This design comes from an exercise in tuning for small area, a short achievable clock period and few clock cycles per item on the open sky130 flow, not from production work. In this exercise RTL edits were held to simulation tests only and were not proved equivalent to the original. Power figures rest on the tool's default switching activity, not on a simulated workload.

==> flow/design.v (outline; a module is shown in full before it is edited, if it fits) <==
// module k24_xu: 428 lines
// module k24_xu_add: 30 lines
// module k24_xu_mtree: 988 lines
module k24_xu (
    input             clk,
    input             rst,           
    input             in_valid,
    output            in_ready,
    input      [23:0] in_instr,      
    input      [23:0] in_wa,         
    input      [23:0] in_wb,         
    input      [23:0] in_wd,         
    input             in_ovt,        
    output reg        out_valid,
    output reg        out_we,        
    output reg [3:0]  out_rd,        
    output reg [23:0] out_wdata,
    output     [3:0]  out_flags,     
    output reg        out_exc,
    output     [15:0] out_ecause     
);
  // ...
==> flow/flow/run.sh <==
#!/bin/bash
set -euo pipefail
cd "$(dirname "$0")/.."
bash standard.sh SETUP_SLACK_MARGIN=11.5 'BUFFER_PORTS_ARGS=-buffer_cell sky130_fd_sc_hd__buf_4' finish > standard_flow.log 2>&1
==> flow/standard.sh <==
#!/bin/bash
# synth_recipe.tcl (not shown) runs the flow's synth.tcl, then flattens the netlist and writes it again
# the make line also repeats each setting of config.mk as NAME=value (left out here)
make -C /OpenROAD-flow-scripts/flow DESIGN_CONFIG=/design/flow/config.mk WORK_HOME=/design/flow/orfs CLKGATE_MAP_FILE= SYNTH_SCRIPT=/design/flow/synth_recipe.tcl "${@:-finish}"
==> flow/config.mk <==
export PLATFORM = sky130hd
export DESIGN_NAME = k24_xu
export DESIGN_NICKNAME = k24_xu
export VERILOG_FILES = /design/flow/design.v
export SDC_FILE = /design/flow/constraint.sdc
export NUM_CORES = 4
export LEC_CHECK = 0
export ABC_AREA = 1
export CAP_MARGIN = 20
export CORE_MARGIN = 2
export CORE_UTILIZATION = 60
export PLACE_DENSITY = 0.75
export SLEW_MARGIN = 20
==> flow/constraint.sdc <==
create_clock -name core_clock -period 16.0 [get_ports {clk}]
set_input_delay 3.2000 -clock core_clock [delete_from_list [all_inputs] [get_ports {clk}]]
set_output_delay 3.2000 -clock core_clock [all_outputs]
set_load 0.01 [all_outputs]
==> reports/metrics.csv, run 1 <==
stage,metric,value,unit
placed_design,Port Buffer Count,134,
pwr,sequential power,1040,uW
cts,CTS max path bufs,3,
routing,Vias,47922,
setup_path,Reg2Reg Setup Slack,11.37,ns
finish,ANT cells,4,
placed_design,placed cell areas,46300,um^2
setup_path,CP cell instances,buf_8 > nor3_4 > inv_2 > nor2_4 > inv_4 > nor2_4 > inv_6 > buf_4 > a21oi_1 > a21oi_2 > xor2_1 > nand2_1 > o21ai_1 > nor2_1,
finish,Largest regs,"cs1 x50, cc1 x49, acc x48",
finish,ClkCell Share,2.89,%
worst_hold_path,worst hold path class,register to register,
finish,Non-clock buffering overhead,5.98,%
setup_path,Reg2Reg Depth,21,
setup_path,Setup CP Type,input pin to register,
finish,Biggest Area Class,multi-input gates,
timing,WHS,0.324,ns
floorplanning,Core Footprint,74200,um^2
timing,setup ws final,11.27,ns
finish,Clock Buffer Count,55,
timing,Final Hold Fails,0,
routing,Post-Route WL,186,mm
logic_synthesis,Post-Synth XOR/XNOR Area,9.99,%
run_status,status,finished clean,
routing,Via density,6.53,
finish,share of layout cells above drive strength 1,10.4,%
placed_design,Post-DP HPWL,133,mm
floorplanning,DIE HEIGHT,277,um
pwr,Power Density,70.8,nW/um^2
logic_synthesis,multiplexer area fraction after synthesis,0.332,%
finish,largest register by flop count,cs1,
setup_path,most numerous cell on the critical path,nor2_4,
pwr,Peak VDD IR,0.0000767,V
logic_synthesis,"count leader, synth",nand2_1,
global_route,antenna violations before repair,12,
timing,slew margin rel.,17.9,%
floorplanning,number of cell rows,100,
logic_synthesis,Post-Syn Area,44800,um^2
cts,CTS tree,yes,
timing,skew final,0.0187,ns
setup_path,worst reg2reg path endpoint,by0[4],
pwr,Gate power share,41.3,%
finish,Seq cells,374,
finish,FF+latch area,7850,um^2
Testbench counts, summed over its fixed seeds: cycles 39,242, instrs 32,000.
==> module k24_xu, before the edit <==
module k24_xu (
    input             clk,
    input             rst,           
    input             in_valid,
    output            in_ready,
    input      [23:0] in_instr,      
    input      [23:0] in_wa,         
    input      [23:0] in_wb,         
    input      [23:0] in_wd,         
    input             in_ovt,        
    output reg        out_valid,
    output reg        out_we,        
    output reg [3:0]  out_rd,        
    output reg [23:0] out_wdata,
    output     [3:0]  out_flags,     
    output reg        out_exc,
    output     [15:0] out_ecause     
);
    localparam OP_NOP  = 8'h00, OP_ADD  = 8'h01, OP_ADC  = 8'h02, OP_SUB  = 8'h03,
               OP_SBC  = 8'h04, OP_AND  = 8'h05, OP_OR   = 8'h06, OP_XOR  = 8'h07,
               OP_SHL  = 8'h08, OP_SHR  = 8'h09, OP_SAR  = 8'h0A, OP_ROR  = 8'h0B,
               OP_MIN  = 8'h0C, OP_MAX  = 8'h0D, OP_ADDS = 8'h0E, OP_SUBS = 8'h0F,
               OP_ADDI = 8'h10, OP_ANDI = 8'h11, OP_ORI  = 8'h12, OP_XORI = 8'h13,
               OP_SHLI = 8'h14, OP_SHRI = 8'h15, OP_SARI = 8'h16, OP_CMPI = 8'h17,
               OP_CMP  = 8'h18, OP_TST  = 8'h19, OP_LDK  = 8'h1A, OP_LDH  = 8'h1B,
               OP_NEG  = 8'h1D, OP_ABS  = 8'h1E, OP_CLZ  = 8'h1F,
               OP_MUL  = 8'h30, OP_MULU = 8'h31, OP_MULF = 8'h32, OP_MAC  = 8'h33,
               OP_MACF = 8'h34, OP_MSU  = 8'h35, OP_MFH  = 8'h36, OP_MFL  = 8'h37,
               OP_MFR  = 8'h38, OP_MTA  = 8'h39, OP_DIV  = 8'h3A, OP_DIVU = 8'h3B;
    reg  [3:0]  flags;                   
    reg  [47:0] acc;                     
    wire        fN = flags[3], fZ = flags[2], fC = flags[1], fV = flags[0];
    assign out_flags = flags;
    reg  [7:0]  e_det;
    reg         e_c0, e_c1;
    assign out_ecause = {e_det, 5'd0, e_c1, e_c1, e_c0};
    reg         rdy;
    assign in_ready = rdy;
    wire accept = in_valid && rdy && !rst;
    wire [7:0]  i_op    = in_instr[23:16];
    wire [3:0]  i_d     = in_instr[15:12];
    wire [3:0]  i_a     = in_instr[11:8];
    wire [3:0]  i_b     = in_instr[7:4];
    wire [3:0]  i_lo    = in_instr[3:0];
    wire [7:0]  i_imm8  = in_instr[7:0];
    wire [11:0] i_imm12 = in_instr[11:0];
    integer j;
    wire [7:0]  o       = i_op;
    wire oc_r    = (o[7:4] == 4'h0) && (o[3:0] != 4'h0);                     
    wire oc_div  = (o[7:1] == 7'b0011101);                                    
    wire oc_i    = (o[7:2] == 6'b000100) || (o[7:1] == 7'b0001101);          
    wire oc_si   = (o[7:2] == 6'b000101) && (o[1:0] != 2'b11);               
    wire oc_cmpi = (o == 8'h17);
    wire oc_dz   = (o[7:1] == 7'b0001100) || (o == 8'h39) ||
                   ((o[7:3] == 5'b00110) && (o[2:1] != 2'b11));               
    wire oc_nac  = (o[7:2] == 6'b000111) && (o[1:0] != 2'b00);               
    wire oc_mf   = ((o[7:1] == 7'b0011011)) || (o == 8'h38);                  
    wire oc_nop  = (o == 8'h00);
    wire z_lo    = (i_lo == 4'd0);
    wire z_d     = (i_d == 4'd0);
    wire z_a     = (i_a == 4'd0);
    wire z_b     = (i_b == 4'd0);
    wire z_hi3   = (i_imm8[7:5] == 3'd0);
    wire i_legal = ((oc_r || oc_div) && z_lo) || oc_i || (oc_si && z_hi3) ||
                   (oc_cmpi && z_d) || (oc_dz && z_d && z_lo) ||
                   (oc_nac && z_b && z_lo) || (oc_mf && z_a && z_b && z_lo) ||
                   (oc_nop && z_d && z_a && z_b && z_lo);
    wire ob_imm8 = (o[7:3] == 5'b00010);                                      
    wire ob_sx   = ob_imm8 && i_imm8[7] && ((o[2:0] == 3'd0) || (o[2:0] == 3'd7));
    wire ob_ld   = (o[7:1] == 7'b0001101);                                    
    wire [23:0] i_b_val;
    assign i_b_val[7:0]   = ob_imm8 ? i_imm8 : ob_ld ? (o[0] ? in_wd[7:0] : i_imm12[7:0]) : in_wb[7:0];
    assign i_b_val[11:8]  = ob_imm8 ? {4{ob_sx}} : ob_ld ? (o[0] ? in_wd[11:8] : i_imm12[11:8]) : in_wb[11:8];
    assign i_b_val[23:12] = ob_imm8 ? {12{ob_sx}} : ob_ld ? (o[0] ? i_imm12 : {12{i_imm12[11]}}) : in_wb[23:12];
    wire i_div = oc_div && z_lo;
    reg  [4:0]  i_clza, i_cloa, i_clzb, i_clob;
    always @(*) begin
        i_clza = 5'd24;
        i_cloa = 5'd24;
        i_clzb = 5'd24;
        i_clob = 5'd24;
        for (j = 0; j < 24; j = j + 1) begin
            if (in_wa[j])  i_clza = 5'd23 - j[4:0];
            if (!in_wa[j]) i_cloa = 5'd23 - j[4:0];
            if (in_wb[j])  i_clzb = 5'd23 - j[4:0];
            if (!in_wb[j]) i_clob = 5'd23 - j[4:0];
        end
    end
    wire [4:0]  i_za = (in_wa[23] && !in_instr[16]) ? i_cloa : i_clza;
    wire [4:0]  i_zb = (in_wb[23] && !in_instr[16]) ? i_clob : i_clzb;
    wire i_xz   = (i_op == OP_NEG) || (i_op == OP_ABS) || i_dvop;
    wire i_sub  = (i_op == OP_SUB) || (i_op == OP_CMP) || (i_op == OP_CMPI) ||
                  (i_op == OP_SUBS) || (i_op == OP_MIN) || (i_op == OP_MAX);
    wire i_cinc = (i_op == OP_ADC) || (i_op == OP_SBC);
    wire i_yinv = i_sub || (i_op == OP_SBC);
    wire i_cin1 = i_sub || i_xz;
    wire i_mulu = (i_op == OP_MULU);
    wire i_dbl  = (i_op == OP_MULF) || (i_op == OP_MACF);
    wire i_mta  = (i_op == OP_MTA);
    wire i_mul  = (i_op == OP_MUL) || (i_op == OP_MULU) || (i_op == OP_MULF) ||
                  (i_op == OP_MAC) || (i_op == OP_MACF) || (i_op == OP_MSU);
    wire i_dvop = (i_op == OP_DIV) || (i_op == OP_DIVU);
    wire i_msu  = (i_op == OP_MSU);
    wire        i_mulacc = accept && i_mul;
    wire        i_bext   = in_wb[23] & ~i_mulu;
    wire [26:0] i_xn     = {i_bext, i_bext, in_wb, 1'b0};
    wire [26:0] i_xd     = {i_bext, in_wb, 2'b0};
    reg  [12:0] i_one, i_two, i_neg;
    always @(*) begin
        for (j = 0; j < 13; j = j + 1) begin
            i_one[j] = i_mulacc && (i_dbl ? (i_xd[2*j+1] ^ i_xd[2*j]) : (i_xn[2*j+1] ^ i_xn[2*j]));
            i_two[j] = i_mulacc && (i_dbl ?
                       ((i_xd[2*j+2] & ~i_xd[2*j+1] & ~i_xd[2*j]) | (~i_xd[2*j+2] & i_xd[2*j+1] & i_xd[2*j])) :
                       ((i_xn[2*j+2] & ~i_xn[2*j+1] & ~i_xn[2*j]) | (~i_xn[2*j+2] & i_xn[2*j+1] & i_xn[2*j])));
            i_neg[j] = i_mulacc && ((i_dbl ? i_xd[2*j+2] : i_xn[2*j+2]) ^ i_msu);    
        end
        i_one[12] = i_one[12] || (accept && i_mta);                             
    end
    reg         v0;
    reg         lg0;
    reg  [7:0]  op0;
    reg  [3:0]  d0;
    reg  [23:0] a0;
    reg         ovt0;
    reg         xz0, xk0, cinc0, cin10, mulu0;
    reg  [23:0] by0;                     
    reg  [12:0] one0, two0, neg0;
    reg  [4:0]  za0, zb0;
    reg         v1;
    reg         ill1;                    
    reg         we1;
    reg  [3:0]  rd1;
    reg  [23:0] data1;                   
    reg         nz1, zo1, sc1, c1, sv1, vv1;
    reg         mfr1, mfh1, mfl1;
    reg         mac1, accwe1, ovt1;
    reg         dq1, dneg1, dsat1, dz1, dan1;    
    reg  [49:0] cs1, cc1;                
    wire [23:0] a  = a0;
    wire [23:0] b  = by0;                
    wire [7:0]  op = op0;
    wire        fC1 = (v1 && sc1) ? c1 : fC;
    wire [23:0] ad_x  = a & {24{xk0}};
    wire [23:0] ad_y  = xz0 ? ~a : by0;
    wire        ad_ci = cinc0 ? fC1 : cin10;
    wire [25:0] ad_t  = {1'b0, ad_x, 1'b1} + {1'b0, ad_y, ad_ci};
    wire [23:0] sum   = ad_t[24:1];
    wire        ad_c  = ad_t[25];
    wire        ad_v  = (ad_x[23] == ad_y[23]) && (sum[23] != ad_x[23]);
    wire [23:0] sat_r  = ad_v ? (a[23] ? 24'h800000 : 24'h7FFFFF) : sum;
    wire        a_lt_b = sum[23] ^ ad_v;
    wire [23:0] min_r  = a_lt_b ? a : ~by0;
    wire [23:0] max_r  = a_lt_b ? ~by0 : a;
    wire [23:0] abs_r  = a[23] ? (sum[23] ? 24'h7FFFFF : sum) : a;
    wire        abs_v  = a[23] & sum[23];
    integer     i;
    wire [5:0]  n      = b[5:0];
    wire        n0     = (n == 6'd0);
    wire        nlt24  = (n < 6'd24);
    wire        nle24  = (n <= 6'd24);
    wire op_shl = (op == OP_SHL) || (op == OP_SHLI);
    wire op_shr = (op == OP_SHR) || (op == OP_SHRI);
    wire op_sar = (op == OP_SAR) || (op == OP_SARI);
    wire op_ror = (op == OP_ROR);
    wire [4:0]  r_ror  = (n >= 6'd48) ? n[4:0] - 5'd16 : (n >= 6'd24) ? n[4:0] - 5'd24 : n[4:0];
    wire [4:0]  sh_r5  = op_ror ? r_ror : !nlt24 ? 5'd0 : op_shl ? (n0 ? 5'd0 : 5'd24 - n[4:0]) : n[4:0];
    reg  [23:0] rot;
    reg  [23:0] nthr;                    
    always @(*) begin
        rot = a;
        if (sh_r5[4]) rot = {rot[15:0], rot[23:16]};
        if (sh_r5[3]) rot = {rot[7:0],  rot[23:8]};
        if (sh_r5[2]) rot = {rot[3:0],  rot[23:4]};
        if (sh_r5[1]) rot = {rot[1:0],  rot[23:2]};
        if (sh_r5[0]) rot = {rot[0],    rot[23:1]};
        for (i = 0; i < 24; i = i + 1)
            nthr[i] = (n > i);
    end
    reg  [23:0] sh_r;
    always @(*) begin
        for (i = 0; i < 24; i = i + 1)
            sh_r[i] = op_ror ? rot[i] :
                      op_shl ? (nthr[i] ? 1'b0 : rot[i]) :
                      (nthr[23-i] ? (op_sar & a[23]) : rot[i]);
    end
    wire        sh_c = op_shl ? (nle24 & rot[0]) : op_shr ? (nle24 & rot[23]) : rot[23];
    reg  [4:0]  clz_r;
    always @(*) begin
        clz_r = 5'd24;
        for (i = 0; i < 24; i = i + 1)
            if (a[i]) clz_r = 5'd23 - i[4:0];
    end
    wire [24:0] ma  = {a[23] & ~mulu0, a};
    wire [49:0] mt_s, mt_c;
    k24_xu_mtree mtree (.A(ma), .ONE(one0), .TWO(two0), .NEG(neg0), .S(mt_s), .C(mt_c));
    reg         r_we;
    reg  [23:0] r_data;
    reg         r_nz, r_zo, r_sc, r_c, r_sv, r_v;
    reg         r_mfr, r_mfh, r_mfl, r_mac, r_msu, r_accwe;
    always @(*) begin
        r_we  = 1'b0;
        r_data = sum;
        r_nz  = 1'b0;
        r_zo  = 1'b0;
        r_sc  = 1'b0;
        r_c   = ad_c;
        r_sv  = 1'b0;
        r_v   = ad_v;
        r_mfr = 1'b0;
        r_mfh = 1'b0;
        r_mfl = 1'b0;
        r_mac = 1'b0;
        r_msu = 1'b0;
        r_accwe = 1'b0;
        case (op)
            OP_ADD, OP_ADDI, OP_ADC, OP_SUB, OP_SBC, OP_NEG: begin
                r_we = 1'b1; r_nz = 1'b1; r_sc = 1'b1; r_sv = 1'b1;
            end
            OP_CMP, OP_CMPI: begin
                r_nz = 1'b1; r_sc = 1'b1; r_sv = 1'b1;
            end
            OP_ADDS, OP_SUBS: begin
                r_we = 1'b1; r_data = sat_r; r_nz = 1'b1; r_sc = 1'b1; r_sv = 1'b1;
            end
            OP_AND, OP_ANDI: begin
                r_we = 1'b1; r_data = a & b; r_nz = 1'b1;
            end
            OP_TST: begin
                r_data = a & b; r_nz = 1'b1;
            end
            OP_OR, OP_ORI: begin
                r_we = 1'b1; r_data = a | b; r_nz = 1'b1;
            end
            OP_XOR, OP_XORI: begin
                r_we = 1'b1; r_data = a ^ b; r_nz = 1'b1;
            end
            OP_SHL, OP_SHLI, OP_SHR, OP_SHRI, OP_SAR, OP_SARI, OP_ROR: begin
                r_we = 1'b1; r_data = sh_r; r_nz = 1'b1;
                r_sc = !n0; r_c = sh_c; r_sv = 1'b1; r_v = 1'b0;
            end
            OP_MIN: begin
                r_we = 1'b1; r_data = min_r; r_nz = 1'b1;
            end
            OP_MAX: begin
                r_we = 1'b1; r_data = max_r; r_nz = 1'b1;
            end
            OP_LDK, OP_LDH: begin
                r_we = 1'b1; r_data = b;
            end
            OP_ABS: begin
                r_we = 1'b1; r_data = abs_r; r_nz = 1'b1; r_sv = 1'b1; r_v = abs_v;
            end
            OP_CLZ: begin
                r_we = 1'b1; r_data = {19'd0, clz_r}; r_zo = 1'b1;
            end
            OP_MUL, OP_MULU, OP_MULF: begin
                r_accwe = 1'b1; r_data = 24'd0;
            end
            OP_MAC, OP_MACF: begin
                r_accwe = 1'b1; r_mac = 1'b1;
            end
            OP_MSU: begin
                r_accwe = 1'b1; r_mac = 1'b1; r_msu = 1'b1;
            end
            OP_MFH: begin
                r_we = 1'b1; r_mfh = 1'b1;
            end
            OP_MFL: begin
                r_we = 1'b1; r_mfl = 1'b1;
            end
            OP_MFR: begin
                r_we = 1'b1; r_mfr = 1'b1;
            end
            OP_MTA: begin
                r_accwe = 1'b1; r_data = b;
            end
            default: ;
        endcase
    end
    wire        s1_div  = v0 && lg0 && ((op == OP_DIV) || (op == OP_DIVU));
    wire        ds_sgn  = (op == OP_DIV);
    wire        ds_an   = ds_sgn && a[23];
    wire        ds_bn   = ds_sgn && b[23];
    wire [23:0] ds_amag = ds_an ? sum : a;
    wire        ds_zero = (zb0 == 5'd24) && !b[23];
    wire [5:0]  ds_m    = {1'b0, zb0} - {1'b0, za0} + {5'd0, ds_an};
    wire [4:0]  ds_s    = (ds_m[5] || ds_zero) ? 5'd1 : (ds_m[4:0] | 5'd1);
    wire [27:0] ds_d    = {{4{ds_bn}}, b} << ds_s;
    wire [27:0] ds_e    = ds_bn ? ds_d : ~ds_d;
    reg         dv_busy;
    reg  [3:0]  dv_cnt;
    reg  [2:0]  e_hi;
    wire [23:0] dv_rem = a0;
    wire [26:0] dv_e   = {e_hi, by0};
    reg         dv_ci;
    reg         dv_sgn, dv_neg, dv_an, dv_zero;
    reg  [3:0]  dv_rd;
    wire [23:0] it_e1  = dv_e[23:0];
    wire [23:0] it_e2  = dv_e[24:1];
    wire        it_f1  = (dv_e[26:24] == 3'b111);
    wire        it_f2  = (dv_e[26:25] == 2'b11);
    wire [25:0] it_u1  = {1'b0, dv_rem, 1'b1} + {1'b0, it_e1, dv_ci};
    wire [24:0] it_t1  = it_u1[25:1];
    wire        it_g1  = it_t1[24] && it_f1;
    wire [25:0] it_u2a = {1'b0, dv_rem, 1'b1} + {1'b0, it_e2, dv_ci};
    wire [24:0] it_t2a = it_u2a[25:1];
    wire        it_g2a = it_t2a[24] && it_f2;
    wire [23:0] it_cs  = dv_rem ^ it_e1 ^ it_e2;
    wire [23:0] it_cc  = (dv_rem & it_e1) | (dv_rem & it_e2) | (it_e1 & it_e2);
    wire [26:0] it_u2b = {2'b0, it_cs, 1'b1} + {1'b0, it_cc, dv_ci, dv_ci};
    wire [25:0] it_t2b = it_u2b[26:1];           
    wire        it_g2b = it_t2b[25] && it_f2;
    wire        it_g2  = it_g1 ? it_g2b : it_g2a;
    wire [23:0] it_r2  = it_g1 ? (it_g2b ? it_t2b[23:0] : it_t1[23:0]) :
                                 (it_g2a ? it_t2a[23:0] : dv_rem);
    wire [23:0] it_q   = {data1[21:0], it_g1, it_g2};
    wire        dv_last = dv_busy && (dv_cnt == 4'd1);
    wire        it_next = s1_div || (dv_busy && !dv_last);    
    wire [49:0] acc_e  = {{2{acc[47]}}, acc};
    wire [49:0] acc_x  = mac1 ? acc_e : {26'd0, data1 ^ {24{dneg1}}};
    wire [49:0] m_s    = acc_x ^ cs1 ^ cc1;
    wire [49:0] m_c    = (acc_x & cs1) | (acc_x & cc1) | (cs1 & cc1);
    wire [49:0] m_t;
    wire        m_co;
    k24_xu_add #(50) acc_add (.a(m_s), .b({m_c[48:0], 1'b0}), .ci(dneg1), .s(m_t), .co(m_co));
    wire [49:0] m_r    = m_t;
    wire        acc_ovf = (m_r[49:47] != 3'b000) && (m_r[49:47] != 3'b111);
    wire [25:0] mfr_t   = {acc[47], acc[47:23]} + 26'd1;
    wire        mfr_sat = (mfr_t[25:24] == 2'b01);
    wire [23:0] mfr_r   = mfr_sat ? 24'h7FFFFF : mfr_t[24:1];
    wire        dsat2   = dz1 || (dsat1 && data1[23]);
    wire [23:0] wdata2  = mfh1 ? acc[47:24] : mfl1 ? acc[23:0] : mfr1 ? mfr_r :
                          dsat2 ? (dan1 ? 24'h800000 : 24'h7FFFFF) : m_t[23:0];
    wire        z2      = (data1 == 24'd0);
    wire [3:0]  flags2  = {nz1 ? data1[23] : fN,
                           (nz1 || zo1) ? z2 : fZ,
                           sc1 ? c1 : fC,
                           sv1 ? vv1 : mfr1 ? mfr_sat : fV};
    always @(posedge clk) begin
        op0   <= i_op;
        d0    <= i_d;
        lg0   <= i_legal;
        a0    <= !it_next ? in_wa : s1_div ? ds_amag : it_r2;
        by0   <= !it_next ? (i_yinv ? ~i_b_val : i_b_val) :
                 s1_div ? ds_e[23:0] : {e_hi[1:0], by0[23:2]};
        ovt0  <= in_ovt;
        xz0   <= i_xz;
        xk0   <= !i_xz;
        cinc0 <= i_cinc;
        cin10 <= i_cin1;
        mulu0 <= i_mulu;
        one0  <= i_one;
        two0  <= i_two;
        neg0  <= i_neg;
        za0   <= i_za;
        zb0   <= i_zb;
        cs1    <= mt_s;
        cc1    <= mt_c;
        rd1    <= dv_busy ? dv_rd : d0;
        data1  <= dv_busy ? it_q : s1_div ? 24'd0 : lg0 ? r_data : {16'd0, op0};
        dq1    <= dv_busy;
        dneg1  <= dv_busy && dv_neg;
        dsat1  <= dv_busy && dv_sgn && !dv_neg;
        dz1    <= dv_busy && dv_zero;
        dan1   <= dv_zero && dv_an;
        ill1   <= !dv_busy && !lg0;
        we1    <= dv_busy || (lg0 && r_we);
        nz1    <= !dv_busy && lg0 && r_nz;
        zo1    <= !dv_busy && lg0 && r_zo;
        sc1    <= !dv_busy && lg0 && r_sc;
        c1     <= r_c;
        sv1    <= !dv_busy && lg0 && r_sv;
        vv1    <= r_v;
        mfr1   <= !dv_busy && lg0 && r_mfr;
        mfh1   <= !dv_busy && lg0 && r_mfh;
        mfl1   <= !dv_busy && lg0 && r_mfl;
        mac1   <= !dv_busy && r_mac;
        accwe1 <= !dv_busy && lg0 && r_accwe;
        ovt1   <= !dv_busy && lg0 && r_mac && ovt0;
        if (s1_div) begin
            e_hi    <= ds_e[26:24];
            dv_ci   <= !ds_bn;
            dv_cnt  <= ds_s[4:1] + 4'd1;
        end else begin
            e_hi    <= {2'b11, e_hi[2]};
            dv_cnt  <= dv_cnt - 4'd1;
        end
        if (s1_div) begin
            dv_sgn  <= ds_sgn;
            dv_neg  <= ds_an ^ ds_bn;
            dv_an   <= ds_an;
            dv_zero <= ds_zero;
            dv_rd   <= d0;
        end
        out_we    <= we1;
        out_rd    <= rd1;
        out_wdata <= wdata2;
        out_exc   <= ill1 || dz1 || (ovt1 && acc_ovf);
        e_det     <= ill1 ? data1[7:0] : 8'd0;
        e_c0      <= !dz1;
        e_c1      <= !ill1;
        if (rst) begin
            flags     <= 4'd0;
            acc       <= 48'd0;
            rdy       <= 1'b1;
            v0        <= 1'b0;
            v1        <= 1'b0;
            dv_busy   <= 1'b0;
            out_valid <= 1'b0;
        end else begin
            v0 <= accept;
            v1 <= dv_last || (v0 && !s1_div);
            if (accept && i_div)
                rdy <= 1'b0;
            else if ((s1_div && ds_s[4:1] == 4'd0) || (dv_busy && dv_cnt == 4'd2))
                rdy <= 1'b1;
            if (s1_div)
                dv_busy <= 1'b1;
            else if (dv_last)
                dv_busy <= 1'b0;
            out_valid <= v1;
            if (v1) begin
                flags <= flags2;
                if (accwe1) acc <= m_r[47:0];
            end
        end
    end
endmodule
==> run 2: changes to the inputs <==
--- a/flow/design.v
+++ b/flow/design.v
@@ -35,6 +35,7 @@
     reg         e_c0, e_c1;
     assign out_ecause = {e_det, 5'd0, e_c1, e_c1, e_c0};
     reg         rdy;
+    reg         dvr;                     
     assign in_ready = rdy;
     wire accept = in_valid && rdy && !rst;
     wire [7:0]  i_op    = in_instr[23:16];
@@ -277,7 +278,7 @@
             default: ;
         endcase
     end
-    wire        s1_div  = v0 && lg0 && ((op == OP_DIV) || (op == OP_DIVU));
+    wire        s1_div  = dvr && !dv_busy;           
     wire        ds_sgn  = (op == OP_DIV);
     wire        ds_an   = ds_sgn && a[23];
     wire        ds_bn   = ds_sgn && b[23];
@@ -315,7 +316,7 @@
                                  (it_g2a ? it_t2a[23:0] : dv_rem);
     wire [23:0] it_q   = {data1[21:0], it_g1, it_g2};
     wire        dv_last = dv_busy && (dv_cnt == 4'd1);
-    wire        it_next = s1_div || (dv_busy && !dv_last);    
+    wire        it_next = dvr;                        
     wire [49:0] acc_e  = {{2{acc[47]}}, acc};
     wire [49:0] acc_x  = mac1 ? acc_e : {26'd0, data1 ^ {24{dneg1}}};
     wire [49:0] m_s    = acc_x ^ cs1 ^ cc1;
@@ -403,6 +404,7 @@
             flags     <= 4'd0;
             acc       <= 48'd0;
             rdy       <= 1'b1;
+            dvr       <= 1'b0;
             v0        <= 1'b0;
             v1        <= 1'b0;
             dv_busy   <= 1'b0;
@@ -410,10 +412,13 @@
         end else begin
             v0 <= accept;
             v1 <= dv_last || (v0 && !s1_div);
-            if (accept && i_div)
+            if (accept && i_div) begin
                 rdy <= 1'b0;
-            else if ((s1_div && ds_s[4:1] == 4'd0) || (dv_busy && dv_cnt == 4'd2))
+                dvr <= 1'b1;
+            end else if ((s1_div && ds_s[4:1] == 4'd0) || (dv_busy && dv_cnt == 4'd2)) begin
                 rdy <= 1'b1;
+                dvr <= 1'b0;
+            end
             if (s1_div)
                 dv_busy <= 1'b1;
             else if (dv_last)
--- a/flow/config.mk
+++ b/flow/config.mk
@@ -6,7 +6,7 @@
 export NUM_CORES = 4
 export LEC_CHECK = 0
 export ABC_AREA = 1
-export CAP_MARGIN = 20
+export CAP_MARGIN = 30
 export CORE_MARGIN = 2
 export CORE_UTILIZATION = 60
 export PLACE_DENSITY = 0.75
==> run 2 against run 1 <==
  * Worst hold slack improved by 0.0062 ns
  * Die area down 0.96%
  * Maximum frequency is 2.0% lower
  * Routed wire length fell by 1.1%
  * Final area is essentially flat
  * Sequential power barely moved
  * Flip-flop and latch count is 1 higher
  * Clock-buffer cell count is 6 higher
  * Clock power up 5%
  * Sequential share of layout area grew 0.059 points
  * Global-route usage up 0.18 points
  * Critical endpoint is now by0[7]
  * Largest power group unchanged
==> reports/metrics.csv, run 2 <==
stage,metric,value,unit,change
run_status,status,finished clean,,
setup_path,Crit path required time,16.45,ns,
logic_synthesis,Synth Flop Type,dfxtp_1,,
routing,Routed WL per cell,25.3,um,
placed_design,placed cell areas,45700,um^2,-1.2%
setup_path,critical path's top delay family,buffers and inverters,,
setup_path,critical path launch point type,input pin,,
finish,area grow syn2layout,11.7,%,
finish,final instance area,49500,um^2,
floorplanning,I/O pins,152,,
timing,post-route clock period utilization,30.2,%,
finish,share of layout cells above drive strength 1,11.0,%,+0.67 points
routing,Detailed Route Iter0 Violations,7870,,
finish,final net count,6920,,
timing,max-slew violation count,0,,
logic_synthesis,"Avg Cell Area, Syn",7.13,um^2,
pwr,Power Density,72.9,nW/um^2,+3.0%
placed_design,Routability Congestion,1.04,,
cts,Clock transition at path regs,0.06,ns,
logic_synthesis,Post-synth EDFFs,33,,
logic_synthesis,Synth top cells by count,"nand2_1, inv_1, o21ai_0, xor2_1, a21oi_1",,
cts,Sink Count,375,,
setup_path,CP cell instances,buf_8 > nor3_4 > inv_2 > nor2_4 > inv_4 > nor2_4 > buf_12 > inv_12 > o21ai_4 > buf_4 > buf_4 > a22oi_1 > xnor2_1 > o221ai_1,,
logic_synthesis,top cell type's share of synthesized area,15.4,%,
timing,fin crit period,4.82,ns,
routing,Final ANT Viol Nets,0,,
logic_synthesis,#FFs+latches synth,375,,
cts,clock insertion delay at the later pin of the skew report,0.62,ns,
pwr,leakage power figure,0.0228,uW,
timing,fmax,207,MHz,
cts,cts hold-fix bufs,0,,
finish,Largest regs,"cs1 x50, cc1 x49, acc x48",,
setup_path,crit-path max FO,7,,
pwr,Peak VDD IR,0.0000876,V,+14%
setup_path,Setup CP Type,input pin to register,,
cts,htree depth,2,,
setup_path,critical path endpoint category,register,,
cts,CTS max path bufs,3,,unchanged
logic_synthesis,Synth async-reset ratio,0,%,
logic_synthesis,synthesized instance count,6223,,
global_route,total gr overflow,0,,
routing,Vias,47183,,-1.5%
timing,skew final,0.0288,ns,+0.0101 ns
routing,# DRC,0,,
finish,number of flip-flops in the largest register,50,,
routing,Via density,6.50,,-0.48%
cts,TritonCTS buffer count,43,,
global_route,antenna violations before repair,11,,-1
cts,CTS tree,yes,,
logic_synthesis,"count leader, synth",nand2_1,,
setup_path,Worst path max stage delay,0.42,ns,
setup_path,Critical Path AT,5.27,ns,
floorplanning,number of cell rows,99,,-1.0%
logic_synthesis,top post-synthesis cells by area,"dfxtp_1, fa_1, xor2_1, nand2_1, inv_1",,
global_route,largest net degree at the start of global routing,79,,
logic_synthesis,Synth cell types,75,,
timing,Finish-stage setup viols,0,,
setup_path,Slowest cell on crit path,nor3_4,,
global_route,number of global-route vias before repair,43632,,
floorplanning,chip width,276,um,
floorplanning,Initial Util,60.7,%,
floorplanning,DIE HEIGHT,276,um,-0.48%
logic_synthesis,"Seq/Total Area, Yosys",17.7,%,
finish,"most common cell after layout, fill and taps aside",nand2_1,,
cts,root buf cell,clkbuf_16,,
setup_path,CP Buf/Inv Count,7,,
routing,Post-Route WL,184,mm,-1.1%
timing,setup TNS,0,ns,
finish,largest register by flop count,cs1,,
worst_hold_path,worst hold path class,register to register,,
logic_synthesis,cell taking the most area after synthesis,dfxtp_1,,
floorplanning,Die Area,76100,um^2,
placed_design,Port Buffer Count,134,,unchanged
floorplanning,Core Footprint,73100,um^2,-1.5%
global_route,first-pass GRT wire length,266,mm,
timing,worst slew pin tran,1.21,ns,
routing,DR pass1 iterations,26,,
timing,slew margin rel.,18.9,%,+0.99 points
logic_synthesis,Post-Syn Area,44300,um^2,-0.98%
global_route,total global-route track usage,46.5,%,
logic_synthesis,Synth warnings,2,,
run,max-cap violations,0,,
placed_design,Post-DP HPWL,129,mm,-2.8%
timing,RSZ-0062 raised after global routing,yes,,
finish,"commonest cells after routing, fill and taps aside","nand2_1, inv_1, xor2_1",,
finish,final core utilization,67.8,%,
timing,Final Hold Fails,0,,unchanged
[run 2: where the power goes]
part           switching, uW  total [uW]  internal (uW)
Clock                    454        1070            621
Sequential              59.0        1060            997
Combinational            998        1480            483
[run 2: area by class of cell]
class / count / area [um^2]
well taps: 959 / 1200
repair inverters: 13 / 82.6
flip-flops and latches: 375 / 7870
inverters: 892 / 3460
fillers: 6332 / 23500
clock inverters: 19 / 233
repair buffers: 351 / 3180
multi-input cells: 4581 / 32200
diodes: 13 / 32.5
clock buffers: 61 / 1290
[run 2: stage by stage]
stage | hold WS (ns) | instances | total power, uW | worst slack [ns]
floorplan | 0.310 | 6228 | 1970 | 11.25
global placement | 0.312 | 7018 | 2370 | 9.66
detailed placement | 0.312 | 7021 | 2390 | 9.64
CTS | 0.331 | 7164 | 3490 | 11.29
global route | 0.334 | 7251 | 3760 | 11.17
finish | 0.330 | 7264 | 3610 | 11.18
[run 2: layer usage]
layer | vias up | wire, um | part of all wire (%) | GRT usage [%]
li1 | 20755 | - | - | -
met1 | 21736 | 68400 | 37 | 60.7
met2 | 3754 | 71300 | 39 | 64.4
met3 | 921 | 31300 | 17 | 20.9
met4 | 17 | 12100 | 6.6 | 23.9
met5 | - | 394 | 0.21 | 0.815
[run 2: timing repair]
action                                 CTS  global route
cloned                                  12            13
resized for setup                      146           140
pin swaps                               51            38
setup endpoints to repair              195           178
endpoints found under the hold margin    0             0
buffers inserted                        51            64
[run 2: path summary, 6_finish.rpt]
kind / start / end / slack (ns) / cells after the start
worst max-delay path: in_instr[23] / by0[7] / 11.18 / 14
worst min-delay path: rd1[3] / out_rd[3] / 0.33 / 0
worst max register to register: one0[4] / cc1[26] / 11.43 / 9
worst min register to register: rd1[3] / out_rd[3] / 0.33 / 0
[run 2: logic make-up after synthesis]
| kind of cell | Yosys count | share of synthesized area (%) |
|---|---|---|
| AOI/OAI and AO/OA | 1627 | 21.3 |
| other | 1 | 0.00846 |
| and+or+nand+nor | 1861 | 18.0 |
| muxes | 18 | 0.426 |
| buffers and inverters | 1277 | 11.2 |
| DFF | 375 | 17.7 |
| adders and majority gates | 563 | 21.5 |
| xor gates and xnor gates | 501 | 9.89 |
Testbench counts of run 2, summed over its fixed seeds: cycles 39,242, instrs 32,000.
==> run 3: changes to the inputs <==
--- a/flow/design.v
+++ b/flow/design.v
@@ -66,13 +66,13 @@
                    (oc_cmpi && z_d) || (oc_dz && z_d && z_lo) ||
                    (oc_nac && z_b && z_lo) || (oc_mf && z_a && z_b && z_lo) ||
                    (oc_nop && z_d && z_a && z_b && z_lo);
-    wire ob_imm8 = (o[7:3] == 5'b00010);                                      
-    wire ob_sx   = ob_imm8 && i_imm8[7] && ((o[2:0] == 3'd0) || (o[2:0] == 3'd7));
-    wire ob_ld   = (o[7:1] == 7'b0001101);                                    
-    wire [23:0] i_b_val;
-    assign i_b_val[7:0]   = ob_imm8 ? i_imm8 : ob_ld ? (o[0] ? in_wd[7:0] : i_imm12[7:0]) : in_wb[7:0];
-    assign i_b_val[11:8]  = ob_imm8 ? {4{ob_sx}} : ob_ld ? (o[0] ? in_wd[11:8] : i_imm12[11:8]) : in_wb[11:8];
-    assign i_b_val[23:12] = ob_imm8 ? {12{ob_sx}} : ob_ld ? (o[0] ? i_imm12 : {12{i_imm12[11]}}) : in_wb[23:12];
+    wire ob_imm  = (o[7:4] == 4'b0001) && !(o[3:1] == 3'b100);               
+    wire ob_sx   = i_imm8[7] && ((o[2:0] == 3'd0) || (o[2:0] == 3'd7));      
+    wire [23:0] i_imm_val;
+    assign i_imm_val[7:0]   = o[3] ? (o[0] ? in_wd[7:0] : i_imm12[7:0]) : i_imm8;
+    assign i_imm_val[11:8]  = o[3] ? (o[0] ? in_wd[11:8] : i_imm12[11:8]) : {4{ob_sx}};
+    assign i_imm_val[23:12] = o[3] ? (o[0] ? i_imm12 : {12{i_imm12[11]}}) : {12{ob_sx}};
+    wire [23:0] i_b_val = ob_imm ? i_imm_val : in_wb;
     wire i_div = oc_div && z_lo;
     reg  [4:0]  i_clza, i_cloa, i_clzb, i_clob;
     always @(*) begin
@@ -93,15 +93,16 @@
     wire i_sub  = (i_op == OP_SUB) || (i_op == OP_CMP) || (i_op == OP_CMPI) ||
                   (i_op == OP_SUBS) || (i_op == OP_MIN) || (i_op == OP_MAX);
     wire i_cinc = (i_op == OP_ADC) || (i_op == OP_SBC);
-    wire i_yinv = i_sub || (i_op == OP_SBC);
+    wire i_yinv = (o[7:5] == 3'b000) &&
+                  (o[4] ? ((o[2] & o[1] & o[0]) | (o[3] & !o[1] & !o[0])) :
+                          ((o[2:0] == 3'b100) | (o[3] & o[2] & o[0]) | (o[3:0] == 4'b0011)));
     wire i_cin1 = i_sub || i_xz;
-    wire i_mulu = (i_op == OP_MULU);
-    wire i_dbl  = (i_op == OP_MULF) || (i_op == OP_MACF);
+    wire i_mulu = (i_op[2:0] == 3'd1);
+    wire i_dbl  = (i_op[2:0] == 3'd2) || (i_op[2:0] == 3'd4);
     wire i_mta  = (i_op == OP_MTA);
-    wire i_mul  = (i_op == OP_MUL) || (i_op == OP_MULU) || (i_op == OP_MULF) ||
-                  (i_op == OP_MAC) || (i_op == OP_MACF) || (i_op == OP_MSU);
+    wire i_mul  = (i_op[7:3] == 5'b00110);
     wire i_dvop = (i_op == OP_DIV) || (i_op == OP_DIVU);
-    wire i_msu  = (i_op == OP_MSU);
+    wire i_msu  = (i_op[2:0] == 3'd5);
     wire        i_mulacc = accept && i_mul;
     wire        i_bext   = in_wb[23] & ~i_mulu;
     wire [26:0] i_xn     = {i_bext, i_bext, in_wb, 1'b0};
==> run 3 against run 2 <==
  * Area after synthesis decreased by 0.33%
  * Still clean on timing, DRC and antenna
  * Clock skew about the same
  * Final area about the same
  * Critical endpoint is now by0[20]
  * Worst hold slack got worse by 0.0034 ns
  * Setup slack improved by 0.049 ns
  * Total power increased by 2.5%
  * Global-route usage about the same
  * Maximum frequency increased by 1.0%
  * Critical path depth decreased by 1
  * Flip-flop and latch count unchanged
  * Utilization increased by 0.11 points
  * Routed wire length increased by 0.20%
==> reports/metrics.csv, run 3 <==
stage,metric,value,unit,change
pwr,total internal power,2140,uW,+1.7%
logic_synthesis,"count leader, synth",nand2_1,,
worst_hold_path,Hold Crit Start,rd1[3],,
finish,area grow syn2layout,12.1,%,
routing,# DRC,0,,unchanged
setup_path,Setup CP Type,input pin to register,,
routing,Post-Route WL,184,mm,+0.20%
setup_path,Reg2Reg Depth,13,,+4
placed_design,Post-DP HPWL,132,mm,+2.6%
cts,root buf cell,clkbuf_16,,
setup_path,critical path endpoint category,register,,
cts,Sink Count,375,,unchanged
pwr,Power Density,74.8,nW/um^2,+2.5%
timing,setup TNS,0,ns,unchanged
setup_path,critical path launch point type,input pin,,
logic_synthesis,top cell type's share of synthesized area,15.5,%,+0.052 points
cts,Clock transition at path regs,0.06,ns,about the same
finish,fillcell total,6242,,-1.4%
floorplanning,Core Footprint,73000,um^2,-0.17%
global_route,largest net degree at the start of global routing,63,,-20%
timing,fmax,209,MHz,+1.0%
worst_hold_path,worst hold stages,0,,unchanged
pwr,leakage power figure,0.0230,uW,+0.91%
logic_synthesis,Post-Syn Area,44200,um^2,-0.33%
timing,WHS,0.327,ns,-0.00340 ns
cts,CTS max path bufs,3,,unchanged
placed_design,Port Buffer Count,134,,unchanged
floorplanning,Die Area,75900,um^2,-0.33%
setup_path,worst r2r src,a0[19],,
pwr,Switching Share,42.3,%,+0.49 points
timing,post-route clock period utilization,29.8,%,-0.31 points
timing,skew final,0.0285,ns,-0.000364 ns
timing,worst slew pin tran,1.09,ns,-0.117 ns
floorplanning,chip width,275,um,-0.16%
floorplanning,I/O pins,152,,unchanged
logic_synthesis,Synth async-reset ratio,0,%,unchanged
setup_path,Reg2Reg Setup Slack,11.49,ns,+0.06 ns
logic_synthesis,synthesized instance count,6224,,+0.016%
cts,cts hold-fix bufs,0,,unchanged
logic_synthesis,Synth top cells by count,"nand2_1, inv_1, o21ai_0, xor2_1, a21oi_1",,
logic_synthesis,cell taking the most area after synthesis,dfxtp_1,,
pwr,Gate power share,43.3,%,+2.3 points
cts,TritonCTS buffer count,41,,-4.7%
setup_path,Crit path required time,16.50,ns,+0.05 ns
logic_synthesis,#FFs+latches synth,375,,unchanged
global_route,antenna violations before repair,13,,+2
logic_synthesis,Post-synth EDFFs,33,,unchanged
floorplanning,DIE HEIGHT,275,um,-0.16%
logic_synthesis,"Seq/Total Area, Yosys",17.7,%,+0.059 points
global_route,total gr overflow,0,,unchanged
timing,slew margin rel.,27.2,%,+8.3 points
finish,largest register by flop count,cs1,,
routing,Detailed Route Iter0 Violations,6923,,-12%
finish,number of flip-flops in the largest register,50,,unchanged
logic_synthesis,Synth Flop Type,dfxtp_1,,
timing,RSZ-0062 raised after global routing,yes,,
pwr,total power,3700,uW,+2.5%
routing,Vias,47314,,+0.28%
timing,fin crit period,4.78,ns,-0.0491 ns
global_route,number of global-route vias before repair,43616,,-0.037%
floorplanning,number of cell rows,99,,unchanged
finish,"commonest cells after routing, fill and taps aside","nand2_1, inv_1, xor2_1",,
routing,Routed WL per cell,25.3,um,+0.32%
setup_path,worst reg2reg path endpoint,cc1[21],,
global_route,total global-route track usage,46.5,%,about the same
routing,DR pass1 iterations,8,,-69%
placed_design,Routability Congestion,1.07,,+3.0%
pwr,Sequential Power Share,28.7,%,-0.5 points
finish,"most common cell after layout, fill and taps aside",nand2_1,,
logic_synthesis,Synth warnings,2,,unchanged
floorplanning,Initial Util,60.6,%,-0.099 points
logic_synthesis,"Avg Cell Area, Syn",7.10,um^2,-0.35%
finish,FF+latch area,7860,um^2,-0.16%
run,max-cap violations,0,,unchanged
worst_hold_path,worst hold path class,register to register,,
pwr,Peak VDD IR,0.000117,V,+34%
pwr,P_sw,1570,uW,+3.8%
run_status,status,finished clean,,
cts,htree depth,2,,unchanged
cts,CTS tree,yes,,
worst_hold_path,Hold Path End,out_rd[3],,
timing,Final Hold Fails,0,,unchanged
finish,share of layout cells above drive strength 1,10.9,%,-0.14 points
timing,Finish-stage setup viols,0,,unchanged
finish,Largest regs,"cs1 x50, cc1 x49, acc x48",,
global_route,first-pass GRT wire length,266,mm,about the same
setup_path,crit-path max FO,4,,-3
setup_path,Critical Path AT,5.27,ns,about the same
routing,Via density,6.52,,+0.40%
timing,max-slew violation count,0,,unchanged
routing,Final ANT Viol Nets,0,,unchanged
finish,multi-input logic area,32300,um^2,+0.25%
finish,final net count,6920,,unchanged
pwr,Clk pwr share,28.0,%,-1.8 points
cts,clock insertion delay at the later pin of the skew report,0.61,ns,about the same
logic_synthesis,Synth cell types,75,,unchanged
logic_synthesis,top post-synthesis cells by area,"dfxtp_1, fa_1, xor2_1, nand2_1, inv_1",,
==> run 3: cell count changes in the layout (fill, tap and decap cells not counted), moves of 9 or more <==
cell      delta
o221ai_1     +9
a21oi_1     -26
a21oi_2     -11
nor2_1      +34
o21ai_1     -55
o21ai_0     +24
inv_1       +21
a211oi_1    -14
==> run 3: logic make-up after synthesis <==
group / after synthesis / synth area share [%]
other: 1 / 0.00848
multiplexers: 19 / 0.450
flip-flops: 375 / 17.7
buffers and inverters: 1291 / 11.3
AND/OR/NAND/NOR: 1889 / 18.0
AO/OA/AOI/OAI: 1573 / 20.9
XOR/XNOR: 513 / 10.2
adder cells (fa/ha/maj): 563 / 21.5
==> run 3: worst max-delay path, stage by stage <==
cell	delay [ns]
buf_8	0.11
nor3_4	0.45
inv_2	0.13
nor2_4	0.17
inv_4	0.06
a21oi_4	0.19
buf_6	0.14
buf_6	0.09
buf_6	0.09
a31oi_4	0.09
xor2_2	0.25
o22ai_1	0.11
o21bai_1	0.19
==> run 3: worst max path at each step <==
stage                       from  endpoint  slack [ns]  cells past startpoint
CTS                 in_instr[22]       lg0       11.37                     14
finish              in_instr[23]   by0[20]       11.22                     13
global placement    in_instr[21]   by0[17]       10.05                     12
global route        in_instr[23]       lg0       11.20                     14
floorplan           in_instr[21]   by0[17]       11.30                     11
detailed placement  in_instr[21]   by0[17]       10.01                     12
==> run 3: cell type report <==
cell class	count	share of cell area (%)
Tap cell	959	2.42
Sequential cell	375	15.9
Inverter	916	7.14
Antenna cell	8	0.0404
Timing Repair Buffer	344	6.31
Multi-Input combinational cell	4566	65.1
Clock inverter	18	0.523
Timing Repair inverter	13	0.167
Clock buffer	56	2.39
==> run 3: through the flow <==
stage	area [um^2]	std cells	setup slack, ns	util [%]
6_report	49500	7255	11.22	67.9
5_1_grt	49500	7249	11.20	67.9
4_1_cts	48100	7178	11.37	66.0
3_5_place_dp	45800	7044	10.01	62.8
3_3_place_gp	45800	7041	10.05	62.7
2_1_floorplan	44500	6229	11.30	-
==> run 3: what timing repair did <==
item                                    CTS  global route
endpoints found under the setup margin  216           184
buffers inserted                         50            51
pin swaps                                22            51
gates cloned                             10            11
resized for setup                       108           195
==> run 3: power by group through the flow <==
stage,sequential (uW),clock (uW),combinational [uW]
after floorplan,1070,0,963
after global placement,1080,0,1390
after detailed placement,1090,0,1410
after CTS,1060,1040,1450
after global routing,1070,1070,1710
final,1060,1040,1600
==> run 3: layer usage <==
metal / vias to the layer above / routed length [um] / global-route usage, %
li1: 20719 / - / -
met5: - / 180 / 1.19
met1: 21910 / 68600 / 61.6
met2: 3771 / 72600 / 65.4
met3: 900 / 30800 / 18.6
met4: 14 / 11700 / 23.1
Testbench counts of run 3, summed over its fixed seeds: cycles 39,242, instrs 32,000.
==> run 4: changes to the inputs <==
--- a/flow/design.v
+++ b/flow/design.v
@@ -47,25 +47,7 @@
     wire [11:0] i_imm12 = in_instr[11:0];
     integer j;
     wire [7:0]  o       = i_op;
-    wire oc_r    = (o[7:4] == 4'h0) && (o[3:0] != 4'h0);                     
-    wire oc_div  = (o[7:1] == 7'b0011101);                                    
-    wire oc_i    = (o[7:2] == 6'b000100) || (o[7:1] == 7'b0001101);          
-    wire oc_si   = (o[7:2] == 6'b000101) && (o[1:0] != 2'b11);               
-    wire oc_cmpi = (o == 8'h17);
-    wire oc_dz   = (o[7:1] == 7'b0001100) || (o == 8'h39) ||
-                   ((o[7:3] == 5'b00110) && (o[2:1] != 2'b11));               
-    wire oc_nac  = (o[7:2] == 6'b000111) && (o[1:0] != 2'b00);               
-    wire oc_mf   = ((o[7:1] == 7'b0011011)) || (o == 8'h38);                  
-    wire oc_nop  = (o == 8'h00);
-    wire z_lo    = (i_lo == 4'd0);
-    wire z_d     = (i_d == 4'd0);
-    wire z_a     = (i_a == 4'd0);
-    wire z_b     = (i_b == 4'd0);
-    wire z_hi3   = (i_imm8[7:5] == 3'd0);
-    wire i_legal = ((oc_r || oc_div) && z_lo) || oc_i || (oc_si && z_hi3) ||
-                   (oc_cmpi && z_d) || (oc_dz && z_d && z_lo) ||
-                   (oc_nac && z_b && z_lo) || (oc_mf && z_a && z_b && z_lo) ||
-                   (oc_nop && z_d && z_a && z_b && z_lo);
+    wire        z_lo    = (i_lo == 4'd0);
     wire ob_imm  = (o[7:4] == 4'b0001) && !(o[3:1] == 3'b100);               
     wire ob_sx   = i_imm8[7] && ((o[2:0] == 3'd0) || (o[2:0] == 3'd7));      
     wire [23:0] i_imm_val;
@@ -73,7 +55,7 @@
     assign i_imm_val[11:8]  = o[3] ? (o[0] ? in_wd[11:8] : i_imm12[11:8]) : {4{ob_sx}};
     assign i_imm_val[23:12] = o[3] ? (o[0] ? i_imm12 : {12{i_imm12[11]}}) : {12{ob_sx}};
     wire [23:0] i_b_val = ob_imm ? i_imm_val : in_wb;
-    wire i_div = oc_div && z_lo;
+    wire i_div = (o[7:1] == 7'b0011101) && z_lo;    
     reg  [4:0]  i_clza, i_cloa, i_clzb, i_clob;
     always @(*) begin
         i_clza = 5'd24;
@@ -119,7 +101,7 @@
         i_one[12] = i_one[12] || (accept && i_mta);                             
     end
     reg         v0;
-    reg         lg0;
+    reg         fz_lo0, fz_a0, fz_b0, fz_h0;   
     reg  [7:0]  op0;
     reg  [3:0]  d0;
     reg  [23:0] a0;
@@ -141,6 +123,21 @@
     wire [23:0] a  = a0;
     wire [23:0] b  = by0;                
     wire [7:0]  op = op0;
+    wire oc_r    = (op[7:4] == 4'h0) && (op[3:0] != 4'h0);                    
+    wire oc_div  = (op[7:1] == 7'b0011101);                                   
+    wire oc_i    = (op[7:2] == 6'b000100) || (op[7:1] == 7'b0001101);        
+    wire oc_si   = (op[7:2] == 6'b000101) && (op[1:0] != 2'b11);             
+    wire oc_cmpi = (op == 8'h17);
+    wire oc_dz   = (op[7:1] == 7'b0001100) || (op == 8'h39) ||
+                   ((op[7:3] == 5'b00110) && (op[2:1] != 2'b11));             
+    wire oc_nac  = (op[7:2] == 6'b000111) && (op[1:0] != 2'b00);             
+    wire oc_mf   = (op[7:1] == 7'b0011011) || (op == 8'h38);                  
+    wire oc_nop  = (op == 8'h00);
+    wire fz_d0   = (d0 == 4'd0);
+    wire lg0     = ((oc_r || oc_div) && fz_lo0) || oc_i || (oc_si && fz_h0) ||
+                   (oc_cmpi && fz_d0) || (oc_dz && fz_d0 && fz_lo0) ||
+                   (oc_nac && fz_b0 && fz_lo0) || (oc_mf && fz_a0 && fz_b0 && fz_lo0) ||
+                   (oc_nop && fz_d0 && fz_a0 && fz_b0 && fz_lo0);
     wire        fC1 = (v1 && sc1) ? c1 : fC;
     wire [23:0] ad_x  = a & {24{xk0}};
     wire [23:0] ad_y  = xz0 ? ~a : by0;
@@ -341,7 +338,10 @@
     always @(posedge clk) begin
         op0   <= i_op;
         d0    <= i_d;
-        lg0   <= i_legal;
+        fz_lo0 <= z_lo;
+        fz_a0 <= (i_a == 4'd0);
+        fz_b0 <= (i_b == 4'd0);
+        fz_h0 <= (i_imm8[7:5] == 3'd0);
         a0    <= !it_next ? in_wa : s1_div ? ds_amag : it_r2;
         by0   <= !it_next ? (i_yinv ? ~i_b_val : i_b_val) :
                  s1_div ? ds_e[23:0] : {e_hi[1:0], by0[23:2]};
==> run 4 against run 3 <==
  * Total power decreased by 0.48%
  * Still clean
  * Utilization is 0.33 points lower
  * Largest cell class unchanged
  * Synthesized cell count rose by 0.21%
  * Sequential share of layout area grew 0.14 points
  * Register-to-register slack got worse by 0.03 ns
  * Area after synthesis grew 0.78%
  * Final area down 0.15%
==> reports/metrics.csv, run 4 <==
stage,metric,value,unit,change
run_status,status,finished clean,,
global_route,total gr overflow,0,,unchanged
timing,post-route clock period utilization,28.4,%,-1.5 points
logic_synthesis,Synth Flop Type,dfxtp_1,,
timing,RSZ-0062 raised after global routing,yes,,
routing,Vias,47248,,-0.14%
logic_synthesis,synthesized instance count,6237,,+0.21%
logic_synthesis,top post-synthesis cells by area,"dfxtp_1, fa_1, xor2_1, nand2_1, inv_1",,
pwr,Power Density,74.5,nW/um^2,-0.33%
cts,Sink Count,378,,+0.80%
global_route,number of global-route vias before repair,43902,,+0.66%
run,max-cap violations,0,,unchanged
setup_path,Reg2Reg Depth,13,,unchanged
timing,worst slew pin tran,1.16,ns,+0.0655 ns
setup_path,most numerous cell on the critical path,fa_1,,
cts,cts hold-fix bufs,0,,unchanged
global_route,largest net degree at the start of global routing,76,,+21%
timing,max-slew violation count,0,,unchanged
global_route,antenna violations before repair,17,,+4
setup_path,WP depth,13,,unchanged
finish,"commonest cells after routing, fill and taps aside","nand2_1, inv_1, xor2_1",,
logic_synthesis,Post-Syn Area,44500,um^2,+0.78%
timing,Final Hold Fails,0,,unchanged
worst_hold_path,worst hold path class,register to register,,
cts,root buf cell,clkbuf_16,,
floorplanning,Core Footprint,73200,um^2,+0.34%
cts,TritonCTS buffer count,44,,+7.3%
logic_synthesis,Post-synth EDFFs,33,,unchanged
timing,Finish-stage setup viols,0,,unchanged
logic_synthesis,Synth top cells by count,"nand2_1, inv_1, o21ai_0, xor2_1, a21oi_1",,
placed_design,Routability Congestion,1.06,,-0.71%
logic_synthesis,Synth cell types,81,,+8.0%
setup_path,critical path launch point type,register,,
floorplanning,I/O pins,152,,unchanged
setup_path,Critical Path AT,4.97,ns,-0.30 ns
logic_synthesis,"count leader, synth",nand2_1,,
finish,largest register by flop count,cs1,,
finish,area grow syn2layout,11.0,%,
setup_path,CP Buf/Inv Count,6,,unchanged
floorplanning,Die Area,76400,um^2,+0.77%
finish,Largest regs,"cs1 x50, cc1 x49, acc x48",,
finish,share of layout cells above drive strength 1,11.1,%,+0.17 points
routing,DR pass1 iterations,9,,+1
setup_path,Slowest cell on crit path,fa_1,,
cts,clock insertion delay at the later pin of the skew report,0.62,ns,about the same
timing,fin crit period,4.54,ns,-0.238 ns
floorplanning,chip width,276,um,+0.38%
cts,CTS max path bufs,3,,unchanged
pwr,Peak VDD IR,0.0000713,V,-39%
logic_synthesis,cell taking the most area after synthesis,dfxtp_1,,
logic_synthesis,"Seq/Total Area, Yosys",17.7,%,about the same
finish,final instance area,49500,um^2,-0.15%
routing,Detailed Route Iter0 Violations,7217,,+4.2%
setup_path,critical path endpoint category,register,,
routing,Routed WL per cell,25.1,um,-1.2%
floorplanning,DIE HEIGHT,276,um,+0.38%
finish,final net count,6937,,+0.25%
timing,setup ws final,11.46,ns,+0.238 ns
setup_path,CP cell instances,buf_4 > inv_1 > buf_4 > o22ai_1 > xor2_1 > fa_1 > inv_1 > fa_1 > inv_1 > fa_1 > inv_1 > fa_1 > fa_1,,
logic_synthesis,Synth warnings,2,,unchanged
setup_path,Worst path max stage delay,0.59,ns,+0.14 ns
setup_path,critical path's top delay family,adder cells,,
cts,Clock transition at path regs,0.06,ns,about the same
floorplanning,Initial Util,60.8,%,+0.27 points
placed_design,placed cell areas,46100,um^2,+0.53%
timing,slew margin rel.,22.8,%,-4.4 points
global_route,total global-route track usage,45.8,%,-0.70 points
placed_design,Port Buffer Count,134,,unchanged
floorplanning,number of cell rows,99,,unchanged
routing,Via density,6.50,,-0.39%
routing,Final ANT Viol Nets,0,,unchanged
setup_path,crit-path max FO,29,,+25
cts,htree depth,2,,unchanged
routing,Post-Route WL,182,mm,-0.91%
logic_synthesis,Synth async-reset ratio,0,%,unchanged
timing,setup TNS,0,ns,unchanged
logic_synthesis,"Avg Cell Area, Syn",7.14,um^2,+0.57%
cts,CTS tree,yes,,
global_route,first-pass GRT wire length,268,mm,+0.65%
setup_path,Crit path required time,16.43,ns,-0.07 ns
timing,skew final,0.0435,ns,+0.0151 ns
worst_hold_path,worst hold stages,0,,unchanged
setup_path,Setup CP Type,register to register,,
pwr,total power,3690,uW,-0.48%
finish,"most common cell after layout, fill and taps aside",nand2_1,,
logic_synthesis,#FFs+latches synth,378,,+0.80%
routing,# DRC,0,,unchanged
placed_design,Post-DP HPWL,130,mm,-1.6%
logic_synthesis,top cell type's share of synthesized area,15.5,%,about the same
pwr,leakage power figure,0.0229,uW,-0.37%
timing,WHS,0.324,ns,-0.00266 ns
timing,fmax,220,MHz,+5.3%
finish,number of flip-flops in the largest register,50,,unchanged
placed_design,Place WS,10.14,ns,+0.128 ns
-- run 4: changes by cell type after synthesis, sizes merged, moves of 17 or more --
cell    before   now
o221ai      46    28
o21ai      526   560
nand3      302   347
inv        903   927
nand4       51    77
nand2     1088  1014
nor3        67    40
buf        130   147
-- run 4: cell families after synthesis --
family	Yosys count	share of synthesized area [%]
AOI/OAI and AO/OA	1598	20.9
DFF	378	17.7
muxes	17	0.404
buffers and inverters	1313	11.5
and+or+nand+nor	1861	18.1
xor gates and xnor gates	506	9.95
other	1	0.00842
adders and majority gates	563	21.4
-- run 4: stage by stage --
step / util [%] / instances
after floorplan: - / 6242
after global placement: 62.9 / 7064
after detailed placement: 62.9 / 7067
after CTS: 65.8 / 7188
after global routing: 67.6 / 7267
final: 67.6 / 7273
-- run 4: worst register-to-register path: stages (launching register included) --
cell and delay, ns:
edfxtp_1 0.35, buf_4 0.26, inv_1 0.10, buf_4 0.44, o22ai_1 0.23, xor2_1 0.20, fa_1 0.59, inv_1 0.07
fa_1 0.52, inv_1 0.07, fa_1 0.41, inv_1 0.09, fa_1 0.46, fa_1 0.57
-- run 4: layout make-up --
type,instances,area (um^2)
flip-flops and latches,378,7920
well taps,959,1200
clock inverters,19,236
inverters,935,3620
diodes,6,15.0
repair inverters,6,37.5
repair buffers,357,3170
clock buffers,61,1270
fillers,6392,23700
multi-input cells,4552,32000
-- run 4: final timing paths --
path	start	end	slack (ns)
setup / recovery	a0[19]	cc1[21]	11.46
hold / removal	we1	out_we	0.32
setup reg to reg	a0[19]	cc1[21]	11.46
hold reg to reg	we1	out_we	0.32
-- run 4: power breakdown --
group	internal, uW	switching, uW	total (uW)
registers	1010	57.2	1070
logic	506	1040	1550
clock network	623	447	1070
-- run 4: routing by layer --
| metal | track usage, % | part of all wire (%) |
|---|---|---|
| met5 | 0 | 0.076 |
| met4 | 20.1 | 5.6 |
| met3 | 20.2 | 18 |
| met2 | 62.9 | 38 |
| met1 | 61.8 | 38 |
-- run 4: timing repair --
action	in CTS	in global routing
setup buffers	34	59
resized for setup	70	172
pin swaps	7	26
endpoints found under the setup margin	181	168
cloned	7	10
endpoints found under the hold margin	0	0
Testbench counts of run 4, summed over its fixed seeds: cycles 39,242, instrs 32,000.

==> separate check: timing with driven ports <==
How much do the figures lean on ideal ports? The routed layouts below were timed once more, with nothing changed but the port constraints. Step 1: set_driving_cell puts a clkbuf_16 on clk and a buf_2 on each other input, an assumption about the parent block. Step 2, shift: input delay + t, output delay - t, t = (earliest + latest rising clock arrival at the registers) / 2. This alone moves slack from input paths to output paths. Three values: ideal ports, drivers, drivers and shift; two values: the first two.
run | t, ns | slack for setup (ns) | hold WS [ns] | worst setup path after step 2
run 1 | 0.657 | 11.273 / 11.278 / 10.621 | 0.324 / 0.324 / 0.324 | input to register
run 2 | 0.674 | 11.175 / 11.202 / 10.527 | 0.330 / 0.330 / 0.330 | input to register
run 3 | 0.659 | 11.224 / 11.247 / 10.587 | 0.327 / 0.327 / 0.327 | input to register
run 4 | 0.670 | 11.463 / 11.463 / 10.902 | 0.324 / 0.324 / 0.324 | input to register
After both steps setup and hold are still met in every run listed. For run 1, which loses most, drivers alone change the setup slack by +0.005 ns; drivers and shift together by -0.652 ns.
